From an optimization exercise on the open Yosys and OpenROAD flow, aimed at small area, a short achievable clock period and few clock cycles per item; shortcuts taken in it are not production practice. No run shown here included a check of the RTL's function; only the layout flow was run.

==> flow/design.v <==
module dx_ecc (
    input  wire        clk,
    input  wire        rst,
    input  wire        in_valid,
    output wire        in_ready,
    input  wire        in_op,
    input  wire [63:0] in_data,
    input  wire [15:0] in_check,
    output reg         out_valid,
    output reg  [63:0] out_data,
    output reg  [15:0] out_check,
    output reg  [2:0]  out_status
);
    assign in_ready = 1'b1;
    function automatic [6:0] gf_mul(input [6:0] a, input [6:0] b);
        reg [6:0] aa, r;
        integer i;
        begin
            aa = a;
            r  = 7'd0;
            for (i = 0; i < 7; i = i + 1) begin
                if (b[i]) r = r ^ aa;
                aa = aa[6] ? ({aa[5:0], 1'b0} ^ 7'h09) : {aa[5:0], 1'b0};
            end
            gf_mul = r;
        end
    endfunction
    function automatic [6:0] gf_inv3(input [6:0] x);
        case (x)
            7'd0: gf_inv3 = 7'h0;
            7'd1: gf_inv3 = 7'h1;
            7'd2: gf_inv3 = 7'h11;
            7'd3: gf_inv3 = 7'h18;
            7'd4: gf_inv3 = 7'h13;
            7'd5: gf_inv3 = 7'h52;
            7'd6: gf_inv3 = 7'h3;
            7'd7: gf_inv3 = 7'h7a;
            7'd8: gf_inv3 = 7'h31;
            7'd9: gf_inv3 = 7'h38;
            7'd10: gf_inv3 = 7'h28;
            7'd11: gf_inv3 = 7'h21;
            7'd12: gf_inv3 = 7'h33;
            7'd13: gf_inv3 = 7'h4;
            7'd14: gf_inv3 = 7'h2d;
            7'd15: gf_inv3 = 7'h47;
            7'd16: gf_inv3 = 7'h17;
            7'd17: gf_inv3 = 7'h24;
            7'd18: gf_inv3 = 7'h7;
            7'd19: gf_inv3 = 7'h58;
            7'd20: gf_inv3 = 7'h5;
            7'd21: gf_inv3 = 7'h2c;
            7'd22: gf_inv3 = 7'h15;
            7'd23: gf_inv3 = 7'h60;
            7'd24: gf_inv3 = 7'h35;
            7'd25: gf_inv3 = 7'h1e;
            7'd26: gf_inv3 = 7'h44;
            7'd27: gf_inv3 = 7'h64;
            7'd28: gf_inv3 = 7'h50;
            7'd29: gf_inv3 = 7'h2e;
            7'd30: gf_inv3 = 7'h7f;
            7'd31: gf_inv3 = 7'h67;
            7'd32: gf_inv3 = 7'h75;
            7'd33: gf_inv3 = 7'h12;
            7'd34: gf_inv3 = 7'h40;
            7'd35: gf_inv3 = 7'h73;
            7'd36: gf_inv3 = 7'h77;
            7'd37: gf_inv3 = 7'h26;
            7'd38: gf_inv3 = 7'hb;
            7'd39: gf_inv3 = 7'h2f;
            7'd40: gf_inv3 = 7'h55;
            7'd41: gf_inv3 = 7'h7c;
            7'd42: gf_inv3 = 7'h41;
            7'd43: gf_inv3 = 7'h2;
            7'd44: gf_inv3 = 7'h57;
            7'd45: gf_inv3 = 7'h3a;
            7'd46: gf_inv3 = 7'hc;
            7'd47: gf_inv3 = 7'h6e;
            7'd48: gf_inv3 = 7'h53;
            7'd49: gf_inv3 = 7'h5d;
            7'd50: gf_inv3 = 7'h65;
            7'd51: gf_inv3 = 7'h56;
            7'd52: gf_inv3 = 7'h4c;
            7'd53: gf_inv3 = 7'h3e;
            7'd54: gf_inv3 = 7'h48;
            7'd55: gf_inv3 = 7'h42;
            7'd56: gf_inv3 = 7'ha;
            7'd57: gf_inv3 = 7'h5a;
            7'd58: gf_inv3 = 7'h63;
            7'd59: gf_inv3 = 7'h4f;
            7'd60: gf_inv3 = 7'h78;
            7'd61: gf_inv3 = 7'h51;
            7'd62: gf_inv3 = 7'h7b;
            7'd63: gf_inv3 = 7'h1f;
            7'd64: gf_inv3 = 7'h5b;
            7'd65: gf_inv3 = 7'h1a;
            7'd66: gf_inv3 = 7'h20;
            7'd67: gf_inv3 = 7'h1c;
            7'd68: gf_inv3 = 7'h8;
            7'd69: gf_inv3 = 7'h49;
            7'd70: gf_inv3 = 7'h3d;
            7'd71: gf_inv3 = 7'h6f;
            7'd72: gf_inv3 = 7'h79;
            7'd73: gf_inv3 = 7'h16;
            7'd74: gf_inv3 = 7'h62;
            7'd75: gf_inv3 = 7'he;
            7'd76: gf_inv3 = 7'h32;
            7'd77: gf_inv3 = 7'h6d;
            7'd78: gf_inv3 = 7'h72;
            7'd79: gf_inv3 = 7'h36;
            7'd80: gf_inv3 = 7'h5f;
            7'd81: gf_inv3 = 7'h10;
            7'd82: gf_inv3 = 7'h4b;
            7'd83: gf_inv3 = 7'h46;
            7'd84: gf_inv3 = 7'h19;
            7'd85: gf_inv3 = 7'h27;
            7'd86: gf_inv3 = 7'h22;
            7'd87: gf_inv3 = 7'h6a;
            7'd88: gf_inv3 = 7'h7d;
            7'd89: gf_inv3 = 7'h5c;
            7'd90: gf_inv3 = 7'h25;
            7'd91: gf_inv3 = 7'h71;
            7'd92: gf_inv3 = 7'h45;
            7'd93: gf_inv3 = 7'h1d;
            7'd94: gf_inv3 = 7'h6b;
            7'd95: gf_inv3 = 7'h34;
            7'd96: gf_inv3 = 7'h39;
            7'd97: gf_inv3 = 7'h70;
            7'd98: gf_inv3 = 7'h5e;
            7'd99: gf_inv3 = 7'h2b;
            7'd100: gf_inv3 = 7'h59;
            7'd101: gf_inv3 = 7'h69;
            7'd102: gf_inv3 = 7'h6c;
            7'd103: gf_inv3 = 7'h4e;
            7'd104: gf_inv3 = 7'h4d;
            7'd105: gf_inv3 = 7'h37;
            7'd106: gf_inv3 = 7'h61;
            7'd107: gf_inv3 = 7'h3b;
            7'd108: gf_inv3 = 7'h9;
            7'd109: gf_inv3 = 7'h14;
            7'd110: gf_inv3 = 7'h2a;
            7'd111: gf_inv3 = 7'h66;
            7'd112: gf_inv3 = 7'h23;
            7'd113: gf_inv3 = 7'h43;
            7'd114: gf_inv3 = 7'h29;
            7'd115: gf_inv3 = 7'h6;
            7'd116: gf_inv3 = 7'h3f;
            7'd117: gf_inv3 = 7'h4a;
            7'd118: gf_inv3 = 7'h7e;
            7'd119: gf_inv3 = 7'h54;
            7'd120: gf_inv3 = 7'hf;
            7'd121: gf_inv3 = 7'h76;
            7'd122: gf_inv3 = 7'h1b;
            7'd123: gf_inv3 = 7'h68;
            7'd124: gf_inv3 = 7'h3c;
            7'd125: gf_inv3 = 7'h30;
            7'd126: gf_inv3 = 7'h74;
            7'd127: gf_inv3 = 7'hd;
            default: gf_inv3 = 7'h0;
        endcase
    endfunction
    function automatic [6:0] gf_cube(input [6:0] x);
        case (x)
            7'd0: gf_cube = 7'h0;
            7'd1: gf_cube = 7'h1;
            7'd2: gf_cube = 7'h8;
            7'd3: gf_cube = 7'hf;
            7'd4: gf_cube = 7'h40;
            7'd5: gf_cube = 7'h55;
            7'd6: gf_cube = 7'h78;
            7'd7: gf_cube = 7'h6b;
            7'd8: gf_cube = 7'h24;
            7'd9: gf_cube = 7'h6d;
            7'd10: gf_cube = 7'h5;
            7'd11: gf_cube = 7'h4a;
            7'd12: gf_cube = 7'h7f;
            7'd13: gf_cube = 7'h22;
            7'd14: gf_cube = 7'h6e;
            7'd15: gf_cube = 7'h35;
            7'd16: gf_cube = 7'h32;
            7'd17: gf_cube = 7'h31;
            7'd18: gf_cube = 7'h5e;
            7'd19: gf_cube = 7'h5b;
            7'd20: gf_cube = 7'h28;
            7'd21: gf_cube = 7'h3f;
            7'd22: gf_cube = 7'h74;
            7'd23: gf_cube = 7'h65;
            7'd24: gf_cube = 7'h47;
            7'd25: gf_cube = 7'hc;
            7'd26: gf_cube = 7'h2;
            7'd27: gf_cube = 7'h4f;
            7'd28: gf_cube = 7'h46;
            7'd29: gf_cube = 7'h19;
            7'd30: gf_cube = 7'h33;
            7'd31: gf_cube = 7'h6a;
            7'd32: gf_cube = 7'hb;
            7'd33: gf_cube = 7'h62;
            7'd34: gf_cube = 7'h13;
            7'd35: gf_cube = 7'h7c;
            7'd36: gf_cube = 7'h5d;
            7'd37: gf_cube = 7'h20;
            7'd38: gf_cube = 7'h75;
            7'd39: gf_cube = 7'he;
            7'd40: gf_cube = 7'h52;
            7'd41: gf_cube = 7'h73;
            7'd42: gf_cube = 7'h63;
            7'd43: gf_cube = 7'h44;
            7'd44: gf_cube = 7'h1f;
            7'd45: gf_cube = 7'h2a;
            7'd46: gf_cube = 7'h1e;
            7'd47: gf_cube = 7'h2d;
            7'd48: gf_cube = 7'h1c;
            7'd49: gf_cube = 7'h77;
            7'd50: gf_cube = 7'h60;
            7'd51: gf_cube = 7'hd;
            7'd52: gf_cube = 7'h10;
            7'd53: gf_cube = 7'h6f;
            7'd54: gf_cube = 7'h5c;
            7'd55: gf_cube = 7'h25;
            7'd56: gf_cube = 7'h14;
            7'd57: gf_cube = 7'h37;
            7'd58: gf_cube = 7'h41;
            7'd59: gf_cube = 7'h64;
            7'd60: gf_cube = 7'h3;
            7'd61: gf_cube = 7'h34;
            7'd62: gf_cube = 7'h66;
            7'd63: gf_cube = 7'h57;
            7'd64: gf_cube = 7'h58;
            7'd65: gf_cube = 7'h2b;
            7'd66: gf_cube = 7'h26;
            7'd67: gf_cube = 7'h53;
            7'd68: gf_cube = 7'h11;
            7'd69: gf_cube = 7'h76;
            7'd70: gf_cube = 7'h5f;
            7'd71: gf_cube = 7'h3e;
            7'd72: gf_cube = 7'h45;
            7'd73: gf_cube = 7'h7e;
            7'd74: gf_cube = 7'h12;
            7'd75: gf_cube = 7'h2f;
            7'd76: gf_cube = 7'h17;
            7'd77: gf_cube = 7'h38;
            7'd78: gf_cube = 7'h70;
            7'd79: gf_cube = 7'h59;
            7'd80: gf_cube = 7'h3d;
            7'd81: gf_cube = 7'h4c;
            7'd82: gf_cube = 7'h27;
            7'd83: gf_cube = 7'h50;
            7'd84: gf_cube = 7'h2e;
            7'd85: gf_cube = 7'h4b;
            7'd86: gf_cube = 7'h4;
            7'd87: gf_cube = 7'h67;
            7'd88: gf_cube = 7'h71;
            7'd89: gf_cube = 7'h48;
            7'd90: gf_cube = 7'h42;
            7'd91: gf_cube = 7'h7d;
            7'd92: gf_cube = 7'h79;
            7'd93: gf_cube = 7'h54;
            7'd94: gf_cube = 7'h7a;
            7'd95: gf_cube = 7'h51;
            7'd96: gf_cube = 7'h69;
            7'd97: gf_cube = 7'h72;
            7'd98: gf_cube = 7'h7;
            7'd99: gf_cube = 7'h1a;
            7'd100: gf_cube = 7'h36;
            7'd101: gf_cube = 7'h39;
            7'd102: gf_cube = 7'h68;
            7'd103: gf_cube = 7'h61;
            7'd104: gf_cube = 7'h9;
            7'd105: gf_cube = 7'h5a;
            7'd106: gf_cube = 7'h4e;
            7'd107: gf_cube = 7'h1b;
            7'd108: gf_cube = 7'h4d;
            7'd109: gf_cube = 7'ha;
            7'd110: gf_cube = 7'h3a;
            7'd111: gf_cube = 7'h7b;
            7'd112: gf_cube = 7'h29;
            7'd113: gf_cube = 7'h30;
            7'd114: gf_cube = 7'h23;
            7'd115: gf_cube = 7'h3c;
            7'd116: gf_cube = 7'h2c;
            7'd117: gf_cube = 7'h21;
            7'd118: gf_cube = 7'h16;
            7'd119: gf_cube = 7'h1d;
            7'd120: gf_cube = 7'h18;
            7'd121: gf_cube = 7'h49;
            7'd122: gf_cube = 7'h3b;
            7'd123: gf_cube = 7'h6c;
            7'd124: gf_cube = 7'h6;
            7'd125: gf_cube = 7'h43;
            7'd126: gf_cube = 7'h15;
            7'd127: gf_cube = 7'h56;
            default: gf_cube = 7'h0;
        endcase
    endfunction
    function automatic [0:0] in_set(input [6:0] x);
        case (x)
            7'd0: in_set = 1'h0;
            7'd1: in_set = 1'h1;
            7'd2: in_set = 1'h1;
            7'd3: in_set = 1'h1;
            7'd4: in_set = 1'h1;
            7'd5: in_set = 1'h1;
            7'd6: in_set = 1'h1;
            7'd7: in_set = 1'h0;
            7'd8: in_set = 1'h1;
            7'd9: in_set = 1'h1;
            7'd10: in_set = 1'h1;
            7'd11: in_set = 1'h1;
            7'd12: in_set = 1'h1;
            7'd13: in_set = 1'h0;
            7'd14: in_set = 1'h0;
            7'd15: in_set = 1'h0;
            7'd16: in_set = 1'h1;
            7'd17: in_set = 1'h0;
            7'd18: in_set = 1'h1;
            7'd19: in_set = 1'h0;
            7'd20: in_set = 1'h1;
            7'd21: in_set = 1'h0;
            7'd22: in_set = 1'h1;
            7'd23: in_set = 1'h0;
            7'd24: in_set = 1'h1;
            7'd25: in_set = 1'h1;
            7'd26: in_set = 1'h0;
            7'd27: in_set = 1'h1;
            7'd28: in_set = 1'h0;
            7'd29: in_set = 1'h1;
            7'd30: in_set = 1'h0;
            7'd31: in_set = 1'h1;
            7'd32: in_set = 1'h1;
            7'd33: in_set = 1'h0;
            7'd34: in_set = 1'h0;
            7'd35: in_set = 1'h1;
            7'd36: in_set = 1'h1;
            7'd37: in_set = 1'h1;
            7'd38: in_set = 1'h0;
            7'd39: in_set = 1'h1;
            7'd40: in_set = 1'h1;
            7'd41: in_set = 1'h1;
            7'd42: in_set = 1'h0;
            7'd43: in_set = 1'h1;
            7'd44: in_set = 1'h1;
            7'd45: in_set = 1'h1;
            7'd46: in_set = 1'h0;
            7'd47: in_set = 1'h1;
            7'd48: in_set = 1'h1;
            7'd49: in_set = 1'h0;
            7'd50: in_set = 1'h1;
            7'd51: in_set = 1'h1;
            7'd52: in_set = 1'h0;
            7'd53: in_set = 1'h1;
            7'd54: in_set = 1'h1;
            7'd55: in_set = 1'h1;
            7'd56: in_set = 1'h0;
            7'd57: in_set = 1'h1;
            7'd58: in_set = 1'h1;
            7'd59: in_set = 1'h0;
            7'd60: in_set = 1'h0;
            7'd61: in_set = 1'h1;
            7'd62: in_set = 1'h1;
            7'd63: in_set = 1'h0;
            7'd64: in_set = 1'h1;
            7'd65: in_set = 1'h1;
            7'd66: in_set = 1'h0;
            7'd67: in_set = 1'h0;
            7'd68: in_set = 1'h0;
            7'd69: in_set = 1'h1;
            7'd70: in_set = 1'h1;
            7'd71: in_set = 1'h0;
            7'd72: in_set = 1'h1;
            7'd73: in_set = 1'h1;
            7'd74: in_set = 1'h1;
            7'd75: in_set = 1'h1;
            7'd76: in_set = 1'h0;
            7'd77: in_set = 1'h0;
            7'd78: in_set = 1'h0;
            7'd79: in_set = 1'h0;
            7'd80: in_set = 1'h1;
            7'd81: in_set = 1'h1;
            7'd82: in_set = 1'h1;
            7'd83: in_set = 1'h1;
            7'd84: in_set = 1'h0;
            7'd85: in_set = 1'h1;
            7'd86: in_set = 1'h1;
            7'd87: in_set = 1'h1;
            7'd88: in_set = 1'h1;
            7'd89: in_set = 1'h0;
            7'd90: in_set = 1'h1;
            7'd91: in_set = 1'h0;
            7'd92: in_set = 1'h0;
            7'd93: in_set = 1'h1;
            7'd94: in_set = 1'h1;
            7'd95: in_set = 1'h1;
            7'd96: in_set = 1'h1;
            7'd97: in_set = 1'h1;
            7'd98: in_set = 1'h0;
            7'd99: in_set = 1'h0;
            7'd100: in_set = 1'h1;
            7'd101: in_set = 1'h0;
            7'd102: in_set = 1'h1;
            7'd103: in_set = 1'h0;
            7'd104: in_set = 1'h0;
            7'd105: in_set = 1'h0;
            7'd106: in_set = 1'h1;
            7'd107: in_set = 1'h1;
            7'd108: in_set = 1'h1;
            7'd109: in_set = 1'h1;
            7'd110: in_set = 1'h1;
            7'd111: in_set = 1'h1;
            7'd112: in_set = 1'h0;
            7'd113: in_set = 1'h1;
            7'd114: in_set = 1'h1;
            7'd115: in_set = 1'h1;
            7'd116: in_set = 1'h1;
            7'd117: in_set = 1'h0;
            7'd118: in_set = 1'h0;
            7'd119: in_set = 1'h0;
            7'd120: in_set = 1'h0;
            7'd121: in_set = 1'h0;
            7'd122: in_set = 1'h1;
            7'd123: in_set = 1'h0;
            7'd124: in_set = 1'h1;
            7'd125: in_set = 1'h1;
            7'd126: in_set = 1'h0;
            7'd127: in_set = 1'h0;
            default: in_set = 1'h0;
        endcase
    endfunction
    wire [0:0] v1;
    wire [0:0] op1;
    wire [63:0] d1;
    wire [6:0] s11;
    wire [6:0] s31;
    wire [0:0] p11;
    wire [0:0] s151;
    wire [14:0] cb1;
    wire [0:0] v2;
    wire [0:0] op2;
    wire [63:0] d2;
    wire [6:0] s12;
    wire [6:0] i32;
    wire [6:0] s32;
    wire [0:0] szero2;
    wire [0:0] pz2;
    wire [0:0] p12;
    wire [0:0] s152;
    wire [14:0] cb2;
    reg  [0:0] v3;
    reg  [0:0] op3;
    reg  [63:0] d3;
    reg  [6:0] s13;
    reg  [6:0] z03;
    reg  [0:0] t03;
    reg  [0:0] ez3;
    reg  [0:0] szero3;
    reg  [0:0] pz3;
    reg  [0:0] p13;
    reg  [0:0] s153;
    reg  [14:0] cb3;
    wire [0:0] v4;
    wire [0:0] op4;
    wire [63:0] d4;
    wire [6:0] x14;
    wire [6:0] x24;
    wire [0:0] corr4;
    wire [0:0] keep4;
    wire [0:0] e784;
    wire [2:0] st4;
    wire [14:0] cb4;
    reg  [0:0] v5;
    reg  [63:0] od5;
    reg  [14:0] oc5;
    reg  [2:0] st5;
    reg v0, op0; reg [63:0] d0; reg [15:0] c0;
    always @(posedge clk) begin
        if (rst) v0 <= 1'b0; else v0 <= in_valid;
        op0 <= in_op; d0 <= in_data; c0 <= in_check;
    end
    wire [6:0] a0, b0, sa0, sb0; wire [13:0] rem0; wire q0;
    assign a0[0] = ^(d0 & 64'hfaa16f3959836ba3);
    assign a0[1] = ^(d0 & 64'hf542de72b306d746);
    assign a0[2] = ^(d0 & 64'hea85bce5660dae8c);
    assign a0[3] = ^(d0 & 64'h2faa16f3959836ba);
    assign a0[4] = ^(d0 & 64'h5f542de72b306d74);
    assign a0[5] = ^(d0 & 64'hbea85bce5660dae8);
    assign a0[6] = ^(d0 & 64'h7d50b79cacc1b5d1);
    assign b0[0] = ^(d0 & 64'h6c73ae13055a4a79);
    assign b0[1] = ^(d0 & 64'hede8b2f8819b1ceb);
    assign b0[2] = ^(d0 & 64'hd253c8d43fbb7a2c);
    assign b0[3] = ^(d0 & 64'hb494f2350feede8b);
    assign b0[4] = ^(d0 & 64'h3639d70982ad253c);
    assign b0[5] = ^(d0 & 64'h76f4597c40cd8e75);
    assign b0[6] = ^(d0 & 64'h6929e46a1fddbd16);
    assign sa0[0] = a0[0] ^ ^(c0[13:0] & 14'h881);
    assign sa0[1] = a0[1] ^ ^(c0[13:0] & 14'h1102);
    assign sa0[2] = a0[2] ^ ^(c0[13:0] & 14'h2204);
    assign sa0[3] = a0[3] ^ ^(c0[13:0] & 14'hc88);
    assign sa0[4] = a0[4] ^ ^(c0[13:0] & 14'h1910);
    assign sa0[5] = a0[5] ^ ^(c0[13:0] & 14'h3220);
    assign sa0[6] = a0[6] ^ ^(c0[13:0] & 14'h2440);
    assign sb0[0] = b0[0] ^ ^(c0[13:0] & 14'h6a1);
    assign sb0[1] = b0[1] ^ ^(c0[13:0] & 14'h2130);
    assign sb0[2] = b0[2] ^ ^(c0[13:0] & 14'h2f88);
    assign sb0[3] = b0[3] ^ ^(c0[13:0] & 14'hbe2);
    assign sb0[4] = b0[4] ^ ^(c0[13:0] & 14'h2350);
    assign sb0[5] = b0[5] ^ ^(c0[13:0] & 14'h3098);
    assign sb0[6] = b0[6] ^ ^(c0[13:0] & 14'h17c4);
    assign rem0[0] = ^({b0, a0} & 14'h30fc);
    assign rem0[1] = ^({b0, a0} & 14'h3704);
    assign rem0[2] = ^({b0, a0} & 14'h8f5);
    assign rem0[3] = ^({b0, a0} & 14'h46a);
    assign rem0[4] = ^({b0, a0} & 14'h10a9);
    assign rem0[5] = ^({b0, a0} & 14'h352e);
    assign rem0[6] = ^({b0, a0} & 14'h1aa1);
    assign rem0[7] = ^({b0, a0} & 14'h1742);
    assign rem0[8] = ^({b0, a0} & 14'haf9);
    assign rem0[9] = ^({b0, a0} & 14'h268f);
    assign rem0[10] = ^({b0, a0} & 14'h349f);
    assign rem0[11] = ^({b0, a0} & 14'h27bf);
    assign rem0[12] = ^({b0, a0} & 14'h3dff);
    assign rem0[13] = ^({b0, a0} & 14'h2e7e);
    assign q0 = ^(d0 & 64'he61b2862283a5edf);
    wire p0 = q0 ^ ^({b0, a0} & 14'hfd4) ^ ^c0[14:0];
    assign v1 = v0;
    assign op1 = op0;
    assign d1 = d0;
    assign s11 = sa0;
    assign s31 = sb0;
    assign p11 = p0;
    assign s151 = c0[15];
    assign cb1 = op0 ? c0[14:0] : {q0, rem0};
    wire [6:0] ts1 = s11 ^ 7'h40, ts3 = s31 ^ 7'h4a;
    wire tz = (ts1 == 7'd0) && (ts3 == 7'd0);
    wire pz1 = (tz && ({s151, p11} != 2'b01)) || (({s151, p11} == 2'b11) && in_set(ts1) && (gf_cube(ts1) == ts3));
    assign v2 = v1;
    assign op2 = op1;
    assign d2 = d1;
    assign s12 = s11;
    assign i32 = gf_inv3(s11);
    assign s32 = s31;
    assign szero2 = (s11 == 7'd0) && (s31 == 7'd0);
    assign pz2 = pz1;
    assign p12 = p11;
    assign s152 = s151;
    assign cb2 = cb1;
    wire [6:0] pp2 = gf_mul(s32, i32);
    wire [6:0] z2;
    assign z2[0] = ^(pp2 & 7'h0);
    assign z2[1] = ^(pp2 & 7'h5c);
    assign z2[2] = ^(pp2 & 7'h58);
    assign z2[3] = ^(pp2 & 7'h60);
    assign z2[4] = ^(pp2 & 7'h16);
    assign z2[5] = ^(pp2 & 7'h68);
    assign z2[6] = ^(pp2 & 7'h48);
    always @(posedge clk) begin
        if (rst) v3 <= 1'b0; else v3 <= v2;
        op3 <= op2;
        d3 <= d2;
        s13 <= s12;
        z03 <= z2;
        t03 <= ^(pp2 & 7'h1);
        ez3 <= pp2 == 7'd1;
        szero3 <= szero2;
        pz3 <= pz2;
        p13 <= p12;
        s153 <= s152;
        cb3 <= cb2;
    end
    wire [6:0] x13 = gf_mul(s13, z03);
    wire [6:0] x23 = x13 ^ s13;
    wire s1z3 = (s13 == 7'd0);
    wire ok1 = !s1z3 && ez3 && in_set(x23);
    wire ok2 = !s1z3 && !ez3 && t03 && in_set(x13) && in_set(x23);
    wire one3 = (ok1 && p13 && !s153) || (szero3 && (p13 ^ s153));
    wire two3 = (ok2 && !p13 && !s153) || (ok1 && (p13 == s153)) || (szero3 && p13 && s153);
    wire clean3 = szero3 && !p13 && !s153;
    wire [2:0] st3 = !op3 || clean3 ? 3'd0 : one3 ? 3'd1 : two3 ? 3'd2 : pz3 ? 3'd3 : 3'd4;
    assign v4 = v3;
    assign op4 = op3;
    assign d4 = d3;
    assign x14 = x13;
    assign x24 = x23;
    assign corr4 = op3 && (one3 || two3);
    assign keep4 = !op3 || clean3 || one3 || two3;
    assign e784 = p13 ^ (ez3 && !szero3);
    assign st4 = st3;
    assign cb4 = cb3;
    reg [77:0] hit4;
    integer j;
    always @* begin
        hit4[0] = (x14 == 7'h1) || (x24 == 7'h1);
        hit4[1] = (x14 == 7'h2) || (x24 == 7'h2);
        hit4[2] = (x14 == 7'h4) || (x24 == 7'h4);
        hit4[3] = (x14 == 7'h8) || (x24 == 7'h8);
        hit4[4] = (x14 == 7'h10) || (x24 == 7'h10);
        hit4[5] = (x14 == 7'h20) || (x24 == 7'h20);
        hit4[6] = (x14 == 7'h40) || (x24 == 7'h40);
        hit4[7] = (x14 == 7'h9) || (x24 == 7'h9);
        hit4[8] = (x14 == 7'h12) || (x24 == 7'h12);
        hit4[9] = (x14 == 7'h24) || (x24 == 7'h24);
        hit4[10] = (x14 == 7'h48) || (x24 == 7'h48);
        hit4[11] = (x14 == 7'h19) || (x24 == 7'h19);
        hit4[12] = (x14 == 7'h32) || (x24 == 7'h32);
        hit4[13] = (x14 == 7'h64) || (x24 == 7'h64);
        hit4[14] = (x14 == 7'h41) || (x24 == 7'h41);
        hit4[15] = (x14 == 7'hb) || (x24 == 7'hb);
        hit4[16] = (x14 == 7'h16) || (x24 == 7'h16);
        hit4[17] = (x14 == 7'h2c) || (x24 == 7'h2c);
        hit4[18] = (x14 == 7'h58) || (x24 == 7'h58);
        hit4[19] = (x14 == 7'h39) || (x24 == 7'h39);
        hit4[20] = (x14 == 7'h72) || (x24 == 7'h72);
        hit4[21] = (x14 == 7'h6d) || (x24 == 7'h6d);
        hit4[22] = (x14 == 7'h53) || (x24 == 7'h53);
        hit4[23] = (x14 == 7'h2f) || (x24 == 7'h2f);
        hit4[24] = (x14 == 7'h5e) || (x24 == 7'h5e);
        hit4[25] = (x14 == 7'h35) || (x24 == 7'h35);
        hit4[26] = (x14 == 7'h6a) || (x24 == 7'h6a);
        hit4[27] = (x14 == 7'h5d) || (x24 == 7'h5d);
        hit4[28] = (x14 == 7'h33) || (x24 == 7'h33);
        hit4[29] = (x14 == 7'h66) || (x24 == 7'h66);
        hit4[30] = (x14 == 7'h45) || (x24 == 7'h45);
        hit4[31] = (x14 == 7'h3) || (x24 == 7'h3);
        hit4[32] = (x14 == 7'h6) || (x24 == 7'h6);
        hit4[33] = (x14 == 7'hc) || (x24 == 7'hc);
        hit4[34] = (x14 == 7'h18) || (x24 == 7'h18);
        hit4[35] = (x14 == 7'h30) || (x24 == 7'h30);
        hit4[36] = (x14 == 7'h60) || (x24 == 7'h60);
        hit4[37] = (x14 == 7'h49) || (x24 == 7'h49);
        hit4[38] = (x14 == 7'h1b) || (x24 == 7'h1b);
        hit4[39] = (x14 == 7'h36) || (x24 == 7'h36);
        hit4[40] = (x14 == 7'h6c) || (x24 == 7'h6c);
        hit4[41] = (x14 == 7'h51) || (x24 == 7'h51);
        hit4[42] = (x14 == 7'h2b) || (x24 == 7'h2b);
        hit4[43] = (x14 == 7'h56) || (x24 == 7'h56);
        hit4[44] = (x14 == 7'h25) || (x24 == 7'h25);
        hit4[45] = (x14 == 7'h4a) || (x24 == 7'h4a);
        hit4[46] = (x14 == 7'h1d) || (x24 == 7'h1d);
        hit4[47] = (x14 == 7'h3a) || (x24 == 7'h3a);
        hit4[48] = (x14 == 7'h74) || (x24 == 7'h74);
        hit4[49] = (x14 == 7'h61) || (x24 == 7'h61);
        hit4[50] = (x14 == 7'h4b) || (x24 == 7'h4b);
        hit4[51] = (x14 == 7'h1f) || (x24 == 7'h1f);
        hit4[52] = (x14 == 7'h3e) || (x24 == 7'h3e);
        hit4[53] = (x14 == 7'h7c) || (x24 == 7'h7c);
        hit4[54] = (x14 == 7'h71) || (x24 == 7'h71);
        hit4[55] = (x14 == 7'h6b) || (x24 == 7'h6b);
        hit4[56] = (x14 == 7'h5f) || (x24 == 7'h5f);
        hit4[57] = (x14 == 7'h37) || (x24 == 7'h37);
        hit4[58] = (x14 == 7'h6e) || (x24 == 7'h6e);
        hit4[59] = (x14 == 7'h55) || (x24 == 7'h55);
        hit4[60] = (x14 == 7'h23) || (x24 == 7'h23);
        hit4[61] = (x14 == 7'h46) || (x24 == 7'h46);
        hit4[62] = (x14 == 7'h5) || (x24 == 7'h5);
        hit4[63] = (x14 == 7'ha) || (x24 == 7'ha);
        hit4[64] = (x14 == 7'h14) || (x24 == 7'h14);
        hit4[65] = (x14 == 7'h28) || (x24 == 7'h28);
        hit4[66] = (x14 == 7'h50) || (x24 == 7'h50);
        hit4[67] = (x14 == 7'h29) || (x24 == 7'h29);
        hit4[68] = (x14 == 7'h52) || (x24 == 7'h52);
        hit4[69] = (x14 == 7'h2d) || (x24 == 7'h2d);
        hit4[70] = (x14 == 7'h5a) || (x24 == 7'h5a);
        hit4[71] = (x14 == 7'h3d) || (x24 == 7'h3d);
        hit4[72] = (x14 == 7'h7a) || (x24 == 7'h7a);
        hit4[73] = (x14 == 7'h7d) || (x24 == 7'h7d);
        hit4[74] = (x14 == 7'h73) || (x24 == 7'h73);
        hit4[75] = (x14 == 7'h6f) || (x24 == 7'h6f);
        hit4[76] = (x14 == 7'h57) || (x24 == 7'h57);
        hit4[77] = (x14 == 7'h27) || (x24 == 7'h27);
    end
    wire [63:0] od4 = {64{keep4}} & (d4 ^ ({64{corr4}} & hit4[77:14]));
    wire [14:0] oc4 = {15{keep4}} & (cb4 ^ ({15{corr4}} & {e784, hit4[13:0]}));
    always @(posedge clk) begin
        if (rst) v5 <= 1'b0; else v5 <= v4;
        od5 <= od4;
        oc5 <= oc4;
        st5 <= st4;
    end
    always @* begin
        out_valid  = v5;
        out_data   = od5;
        out_check  = {1'b0, oc5};
        out_status = st5;
    end
endmodule
==> flow/run.sh <==
#!/bin/bash
# synth_recipe.tcl (not shown) runs the flow's synth.tcl, then flattens the netlist and writes it again
# the make line also repeats each setting of config.mk as NAME=value (left out here)
make -C /OpenROAD-flow-scripts/flow DESIGN_CONFIG=/design/flow/config.mk WORK_HOME=/design/flow/orfs CLKGATE_MAP_FILE= SYNTH_SCRIPT=/design/flow/synth_recipe.tcl finish
==> flow/config.mk <==
export PLATFORM = sky130hd
export DESIGN_NAME = dx_ecc
export DESIGN_NICKNAME = dx_ecc
export VERILOG_FILES = /design/flow/design.v
export SDC_FILE = /design/flow/constraint.sdc
export NUM_CORES = 4
export LEC_CHECK = 0
export CAP_MARGIN = 20
export CORE_MARGIN = 2
export CORE_UTILIZATION = 40
export SLEW_MARGIN = 20
==> flow/constraint.sdc <==
create_clock -name core_clock -period 14.0 [get_ports {clk}]
set_input_delay 2.8000 -clock core_clock [delete_from_list [all_inputs] [get_ports {clk}]]
set_output_delay 2.8000 -clock core_clock [all_outputs]
set_load 0.01 [all_outputs]
==> results of run 1 <==
[cells in the mapped netlist, types with 7 or more instances]
library cell    n
buf_2          11
nor3_1         22
xnor3_1        48
a311oi_1       10
buf_6           9
dfxtp_1       265
a31oi_1        17
nor2_1        134
and2_1         10
nand3b_1        7
mux2i_1        14
ha_1           27
nand3_1        32
buf_4           8
nand2_1       244
o211ai_1       16
xor2_1         78
o22ai_1        84
nor4_1          7
a21oi_1       135
o21ai_0       110
xnor2_1       304
buf_1           9
xor3_1         11
or3_1          66
mux2_2         12
o221ai_1       11
a211oi_1       18
nand2b_1       10
inv_1          19
nor2b_1         7
clkbuf_1       95
[routing by layer]
| metal | vias to the layer above | share of wire [%] | GRT usage, % |
|---|---|---|---|
| met1 | 7306 | 45 | 40.96 |
| met5 | - | 0 | 0 |
| met2 | 904 | 42 | 40.25 |
| met3 | 134 | 11 | 5.259 |
| met4 | 0 | 3.0 | 7.504 |
| li1 | 7039 | - | - |
[flip-flops by register name, indices dropped and copies added, names as in the netlist, 3 cells and up]
| name | cells |
|---|---|
| s13 | 7 |
| od5 | 64 |
| st5 | 3 |
| oc5 | 15 |
| d3 | 64 |
| c0 | 16 |
| z03 | 6 |
| d0 | 64 |
| cb3 | 15 |
[logic make-up after synthesis]
group,synth area share (%)
AOI/OAI and AO/OA,17.62
xor gates and xnor gates,28.62
adders and majority gates,1.979
buffers and inverters,4.164
DFF,31.09
muxes,1.877
other,0.04400
and+or+nand+nor,14.61
[final cells by class]
cell class | instances | area share (%)
Timing Repair Buffer | 188 | 9.254
Clock buffer | 38 | 4.056
Multi-Input combinational cell | 1548 | 55.51
Tap cell | 539 | 3.379
Sequential cell | 265 | 26.59
Clock inverter | 14 | 0.6771
Antenna cell | 1 | 0.01254
Inverter | 27 | 0.5204
[worst register-to-register path, cell delays in order (launching register included)]
cell and delay, ns:
dfxtp_1 0.45, xor2_1 0.41, xnor3_1 0.58, xnor2_1 0.20
xnor3_2 0.57, xor2_2 0.16, buf_4 0.33, clkinv_1 0.84
nor2_1 0.78, o311ai_1 0.19, o211ai_1 0.15, o32a_1 0.51
a211oi_1 0.10, a41o_1 0.24, a221o_1 0.34, a222oi_1 0.77
xnor2_1 0.16, ha_1 0.33, xnor2_1 0.19, xnor2_1 0.13
[worst min path at each step]
| stage | startpoint | endpoint | slack, ns |
|---|---|---|---|
| 6_report | d0[47] | d3[47] | 0.39 |
| 5_1_grt | d0[9] | d3[9] | 0.41 |
| 4_1_cts | d0[47] | d3[47] | 0.39 |
| 3_5_place_dp | d0[47] | d3[47] | 0.39 |
| 3_3_place_gp | d0[1] | d3[1] | 0.38 |
| 2_1_floorplan | d0[19] | d3[19] | 0.33 |
[per-stage QoR]
stage	instances	setup WS [ns]	utilization [%]	hold WS, ns
detailed placement	2566	6.714	45.15	0.3853
CTS	2618	6.667	47.40	0.3943
finish	2620	6.477	47.47	0.3937
global placement	2566	6.614	45.14	0.3764
floorplan	1972	7.805	-	0.3258
global route	2619	6.179	47.46	0.4074
==> run notes, run 1 <==
Top-Level Pins 169; Tcrit/Tclk final about 54%; via density per instance between 5 and 6; count of buffers from port buffering around 170; Filler Cell Count slightly above 4,000; max-slew violations 0; vias in the first global route approximately 15,000; Hold Buf Count CTS 0; Routed Wire Length between 60 and 70 mm; first-pass GRT wire length 92.56 mm; Worst-Margin Slew about 0.95 ns; most frequent cell on the critical path xnor2_1; R2R Path Start d0[61]; CTS tree done; Worst EP required 14.50 ns; worst path buffer plus inverter count 2; commonest non-fill, non-tap cells in the layout xnor2_1, dfxtp_1, nand2_1; synth top area cells dfxtp_1, xnor2_1, xnor3_1; CP arrival ~8 ns; gr ovfl total 0; Synth Cell Area roughly 0.017 mm²; area share of the largest cell type after synthesis 31.09%; Crit path max-delay family XOR/XNOR gates; CP startpoint d0[61]; Tmin final about 7.5 ns; relative slew slack 36.04%; pin count of the biggest net entering global routing roughly 140; CP peak stage delay between 0.8 and 0.9 ns; setup violators final 0; CP Max Fanout 27; Netlist cell types just over 80; Clock Path Buffers 3; drt wl/cell 23.79 µm; Resize count post-CTS 0; number of synthesized flops with an enable pin 0; H-tree levels 1; vias after detailed routing roughly 15,000; cell depth of the worst hold path 0; DP HPWL around 47 mm; leading area contributor after synthesis dfxtp_1; Worst Skew approximately 0.018 ns; initial antenna violation count 1; CTS Sinks ~270; FP Rows between 70 and 80; Sequential cell area ~0.0053 mm²; Nets roughly 2,200; Seq cells post-synth around 270; crit start category flip-flop; DRT Pass-1 Iters 6; Final Wtd Congestion 0.9941; share of cells above drive strength 1 under 10%; Crit-path slowest cell clkinv_1; R2R setup slack ~6.5 ns; ANT nets after route 0; Hold Fails Final Rpt 0; Mapped Avg Cell Area 8.654 µm²; Synthesized Nets about 2,100; crit path kind reg2reg; register area share after synthesis 31.09%; crit path cell chain xor2_1 > xnor3_1 > xnor2_1 > xnor3_2 > xor2_2 > buf_4 > clkinv_1 > nor2_1 > o311ai_1 > o211ai_1 > o32a_1 > a211oi_1 > a41o_1 > a221o_1 > a222oi_1 > xnor2_1 > ha_1 > xnor2_1 > xnor2_1; Yosys Warn Count 1; Die Wd approximately 210 µm; unrepaired setup endpoints after global routing false; Worst setup EP type flip-flop; chip height approximately 210 µm; FFs w/ async S/R, synth 0%; design area ~0.02 mm²; Worst-Skew Late Latency approximately 0.58 ns; Area Overhead vs Synth 16.94%; drc violations 0; # Post-CTS Setup Buffers 0; root buffer cell clkbuf_16; CTS Buf Count 29; critical path endpoint z03[1]; DIE AREA 0.04433 mm²; MaxCap Viol Count 0; worst min path class reg2reg; footprint of the multi-input gates about 0.011 mm²; FF-to-FF End z03[1]; initial drt markers 2,216; Starting Density 40.60%; ys flop type dfxtp_1; core area 0.04204 mm²; Tot GR Track Use 27.49%; Levels on crit path 19; R2R cell count 19; Cell Area, Placed about 0.019 mm²; final setup TNS 0 ns; Worst-path clk slew about 0.06 ns; Cells after Synth ~2,000; FMAX ~130 MHz; status timing/DRC/antenna clean; commonest non-fill, non-tap cell in the layout xnor2_1
==> inputs of run 2 (changes only) <==
--- a/flow/design.v
+++ b/flow/design.v
@@ -432,29 +432,29 @@
     wire [0:0] p11;
     wire [0:0] s151;
     wire [14:0] cb1;
-    wire [0:0] v2;
-    wire [0:0] op2;
-    wire [63:0] d2;
-    wire [6:0] s12;
-    wire [6:0] i32;
-    wire [6:0] s32;
-    wire [0:0] szero2;
-    wire [0:0] pz2;
-    wire [0:0] p12;
-    wire [0:0] s152;
-    wire [14:0] cb2;
-    reg  [0:0] v3;
-    reg  [0:0] op3;
-    reg  [63:0] d3;
-    reg  [6:0] s13;
-    reg  [6:0] z03;
-    reg  [0:0] t03;
-    reg  [0:0] ez3;
-    reg  [0:0] szero3;
-    reg  [0:0] pz3;
-    reg  [0:0] p13;
-    reg  [0:0] s153;
-    reg  [14:0] cb3;
+    reg  [0:0] v2;
+    reg  [0:0] op2;
+    reg  [63:0] d2;
+    reg  [6:0] s12;
+    reg  [6:0] i32;
+    reg  [6:0] s32;
+    reg  [0:0] szero2;
+    reg  [0:0] pz2;
+    reg  [0:0] p12;
+    reg  [0:0] s152;
+    reg  [14:0] cb2;
+    wire [0:0] v3;
+    wire [0:0] op3;
+    wire [63:0] d3;
+    wire [6:0] s13;
+    wire [6:0] z03;
+    wire [0:0] t03;
+    wire [0:0] ez3;
+    wire [0:0] szero3;
+    wire [0:0] pz3;
+    wire [0:0] p13;
+    wire [0:0] s153;
+    wire [14:0] cb3;
     wire [0:0] v4;
     wire [0:0] op4;
     wire [63:0] d4;
@@ -530,17 +530,19 @@
     wire [6:0] ts1 = s11 ^ 7'h40, ts3 = s31 ^ 7'h4a;
     wire tz = (ts1 == 7'd0) && (ts3 == 7'd0);
     wire pz1 = (tz && ({s151, p11} != 2'b01)) || (({s151, p11} == 2'b11) && in_set(ts1) && (gf_cube(ts1) == ts3));
-    assign v2 = v1;
-    assign op2 = op1;
-    assign d2 = d1;
-    assign s12 = s11;
-    assign i32 = gf_inv3(s11);
-    assign s32 = s31;
-    assign szero2 = (s11 == 7'd0) && (s31 == 7'd0);
-    assign pz2 = pz1;
-    assign p12 = p11;
-    assign s152 = s151;
-    assign cb2 = cb1;
+    always @(posedge clk) begin
+        if (rst) v2 <= 1'b0; else v2 <= v1;
+        op2 <= op1;
+        d2 <= d1;
+        s12 <= s11;
+        i32 <= gf_inv3(s11);
+        s32 <= s31;
+        szero2 <= (s11 == 7'd0) && (s31 == 7'd0);
+        pz2 <= pz1;
+        p12 <= p11;
+        s152 <= s151;
+        cb2 <= cb1;
+    end
     wire [6:0] pp2 = gf_mul(s32, i32);
     wire [6:0] z2;
     assign z2[0] = ^(pp2 & 7'h0);
@@ -550,20 +552,18 @@
     assign z2[4] = ^(pp2 & 7'h16);
     assign z2[5] = ^(pp2 & 7'h68);
     assign z2[6] = ^(pp2 & 7'h48);
-    always @(posedge clk) begin
-        if (rst) v3 <= 1'b0; else v3 <= v2;
-        op3 <= op2;
-        d3 <= d2;
-        s13 <= s12;
-        z03 <= z2;
-        t03 <= ^(pp2 & 7'h1);
-        ez3 <= pp2 == 7'd1;
-        szero3 <= szero2;
-        pz3 <= pz2;
-        p13 <= p12;
-        s153 <= s152;
-        cb3 <= cb2;
-    end
+    assign v3 = v2;
+    assign op3 = op2;
+    assign d3 = d2;
+    assign s13 = s12;
+    assign z03 = z2;
+    assign t03 = ^(pp2 & 7'h1);
+    assign ez3 = pp2 == 7'd1;
+    assign szero3 = szero2;
+    assign pz3 = pz2;
+    assign p13 = p12;
+    assign s153 = s152;
+    assign cb3 = cb2;
     wire [6:0] x13 = gf_mul(s13, z03);
     wire [6:0] x23 = x13 ^ s13;
     wire s1z3 = (s13 == 7'd0);
==> run 2 against run 1 <==
Die area is 4.1% higher. Fmax is 0.93% lower. Synthesized cell count increased by 6.8%. Area after synthesis grew 4.2%. Core utilization down 0.37 points. Clock-buffer cell count grew 1. Global-route usage decreased by 1.2 points. Worst hold slack lost 0.0037 ns. Critical endpoint is now st5[2].
==> run notes, run 2 <==
Top-Level Pins 169 (unchanged); MaxCap Viol Count 0 (unchanged); H-tree levels 1 (unchanged); Nets 2,293 (+5.7%); leading area contributor after synthesis dfxtp_1; Hold Fails Final Rpt 0 (unchanged); design area 0.02074 mm² (+3.9%); Worst-Skew Late Latency 0.58 ns (about the same); Cell Area, Placed 0.01976 mm² (+4.1%); Tmin final 7.594 ns (+0.07089 ns); number of synthesized flops with an enable pin 0 (unchanged); Worst EP required 14.41 ns (-0.09 ns); relative slew slack 29.72% (-6.3 points); CP arrival 8.01 ns (about the same); Clock Path Buffers 3 (unchanged); ys flop type dfxtp_1; Routed Wire Length 63.30 mm (+1.6%); drc violations 0 (unchanged); vias after detailed routing 16,250 (+5.6%); CTS Sinks 271 (+2.3%); area share of the largest cell type after synthesis 30.51% (-0.58 points); drt wl/cell 22.73 µm (-4.5%); vias in the first global route 15,010 (+3.4%); M1 wire length 28.65 mm (+3.3%); Resize count post-CTS 0 (unchanged); Max Used Layer met4; status timing/DRC/antenna clean; CTS Buf Count 28 (-3.4%); Seq cells post-synth 271 (+2.3%); ANT nets after route 0 (unchanged); Crit-path slowest cell buf_4; Worst setup EP type flip-flop; worst min path class reg2reg; Worst Skew 0.02129 ns (+0.003050 ns); CP Max Fanout 80 (+200%); pin count of the biggest net entering global routing 141 (-1.4%); DP HPWL 47.02 mm (+0.50%); register area share after synthesis 30.51% (-0.58 points); most frequent cell on the critical path nor2_1; via density per instance 5.833 (-0.65%); count of buffers from port buffering 166 (unchanged); footprint of the multi-input gates 0.01142 mm² (+3.0%); crit start category flip-flop; setup violators final 0 (unchanged); Synth top cells by count xnor2_1, dfxtp_1, nand2_1; Hold Buf Count CTS 0 (unchanged); Yosys Warn Count 1 (unchanged); crit path cell chain xor2_2 > nand2_1 > xnor2_1 > xnor3_1 > xnor2_1 > inv_1 > ha_1 > xnor3_1 > xor3_1 > mux2i_1 > nor2_1 > a31oi_2 > xor2_2 > inv_2 > xnor2_2 > ha_1 > nor2_1 > a32o_1 > a2111oi_0 > a22oi_2 > a32oi_4 > buf_4 > nor2_1 > nor4b_1; Worst-Margin Slew 1.054 ns (+0.1007 ns); Sequential cell area 0.005429 mm² (+2.3%); Synthesized Nets 2,227 (+6.9%); commonest non-fill, non-tap cell in the layout xnor2_1; largest registers d0 x64, d2 x64, od5 x64; WL met3 5.445 mm (-20%); core area 0.04403 mm² (+4.7%); DRT Pass-1 Iters 8 (+2); Netlist cell types 85 (+4.9%); initial antenna violation count 0 (-1); share of cells above drive strength 1 5.244% (-0.093 points); root buffer cell clkbuf_16; Final Wtd Congestion 0.9536 (-4.1%); # Post-CTS Setup Buffers 0 (unchanged); setup slack after layout 6.406 ns (-0.07089 ns); CTS tree done; Starting Density 40.39% (-0.20 points); most common cell in the netlist xnor2_1; number of diodes 0 (-1); Die Wd 214.9 µm (+2.0%); final setup TNS 0 ns (unchanged); commonest non-fill, non-tap cells in the layout xnor2_1, dfxtp_1, nand2_1; CP peak stage delay 0.73 ns (-0.11 ns); Area Overhead vs Synth 16.60%; initial drt markers 2,211 (-0.23%); max-slew violations 0 (unchanged); Mapped Avg Cell Area 8.440 µm² (-2.5%); Tcrit/Tclk final 54.24% (+0.51 points); FP Rows 77 (+2.7%); synth top area cells dfxtp_1, xnor2_1, xor2_1; dpl ws 6.645 ns (-0.06975 ns); unrepaired setup endpoints after global routing false; Synth Cell Area 0.01778 mm² (+4.2%); first-pass GRT wire length 94.50 mm (+2.1%); Cells after Synth 2,107 (+6.8%); gr ovfl total 0 (unchanged); DR WL met2 27.68 mm (+6.9%); FMAX 131.7 MHz (-0.93%); DIE AREA 0.04616 mm² (+4.1%); chip height 214.9 µm (+2.0%); Tot GR Track Use 26.28% (-1.2 points); crit path kind reg2reg; Worst-path clk slew 0.07 ns (about the same); FFs w/ async S/R, synth 0% (unchanged); Filler Cell Count 4,266 (+4.7%)
-- run 2: kinds of logic (layout without fill, tap and decap cells) --
logic type / count (synthesis) / count (layout) / synth area share, %
xor gates and xnor gates: 455 / 455 / 25.14
adders and majority gates: 36 / 36 / 2.533
muxes: 27 / 27 / 2.202
DFF: 271 / 271 / 30.51
buffers and inverters: 253 / 339 / 5.657
and+or+nand+nor: 478 / 478 / 12.65
AOI/OAI and AO/OA: 585 / 585 / 21.27
other: 2 / 2 / 0.04223
-- run 2: worst max-delay path: cells and delay by family (launching register included) --
kind	cells	cell delay [ns]
AND/OR/NAND/NOR	5	0.56
flip-flops	1	0.62
AO/OA/AOI/OAI	5	1.61
adder cells (fa/ha/maj)	2	0.71
buffers and inverters	3	1.04
multiplexers	1	0.19
XOR/XNOR	8	2.59
-- run 2: layout make-up --
cell class	instances	area share, %
clock buffers	39	3.916
inverters	109	1.973
flip-flops and latches	271	26.18
clock inverters	11	0.7663
repair buffers	180	8.538
well taps	592	3.572
multi-input cells	1583	55.05
-- run 2: through the flow --
stage / hold WS [ns] / utilization, % / cells
final: 0.3900 / 47.10 / 2785
after detailed placement: 0.3836 / 44.88 / 2735
after CTS: 0.3926 / 47.09 / 2785
after global routing: 0.3952 / 47.10 / 2785
after floorplan: 0.3290 / - / 2107
after global placement: 0.3850 / 44.88 / 2735
-- run 2: final timing paths --
kind	startpoint	slack (ns)	depth (start not counted)	to
setup / recovery	s32[6]	6.41	24	st5[2]
hold / removal	d0[13]	0.39	0	d2[13]
setup reg to reg	s32[6]	6.41	24	st5[2]
hold reg to reg	d0[13]	0.39	0	d2[13]
-- run 2: metal layers --
layer	track usage (%)	vias up
met5	0	-
met4	5.602	0
met3	4.006	118
met2	40.53	869
met1	38.60	7720
li1	-	7538

port drivers added, routing unchanged:
The flow's constraints put no driver on any port. The routed layouts listed below were extracted and timed again, unchanged, in two steps.
Step 1, drivers: a clkbuf_16 drives clk and a buf_2 each remaining input, both assumed.
Step 2, shift: input delay + t, output delay - t, t = (earliest + latest rising clock arrival at the registers) / 2. This alone moves slack from input paths to output paths.
Three values: no drivers, after step 1, after step 2; two values: the first two.
run	t, ns	setup WS [ns]	worst slew at a driven data input, ns
run 1	0.631	6.477 / 6.477 / 6.477	0.07
run 2	0.621	6.406 / 6.406 / 6.406	0.05
After both steps setup and hold are still met in every run listed.
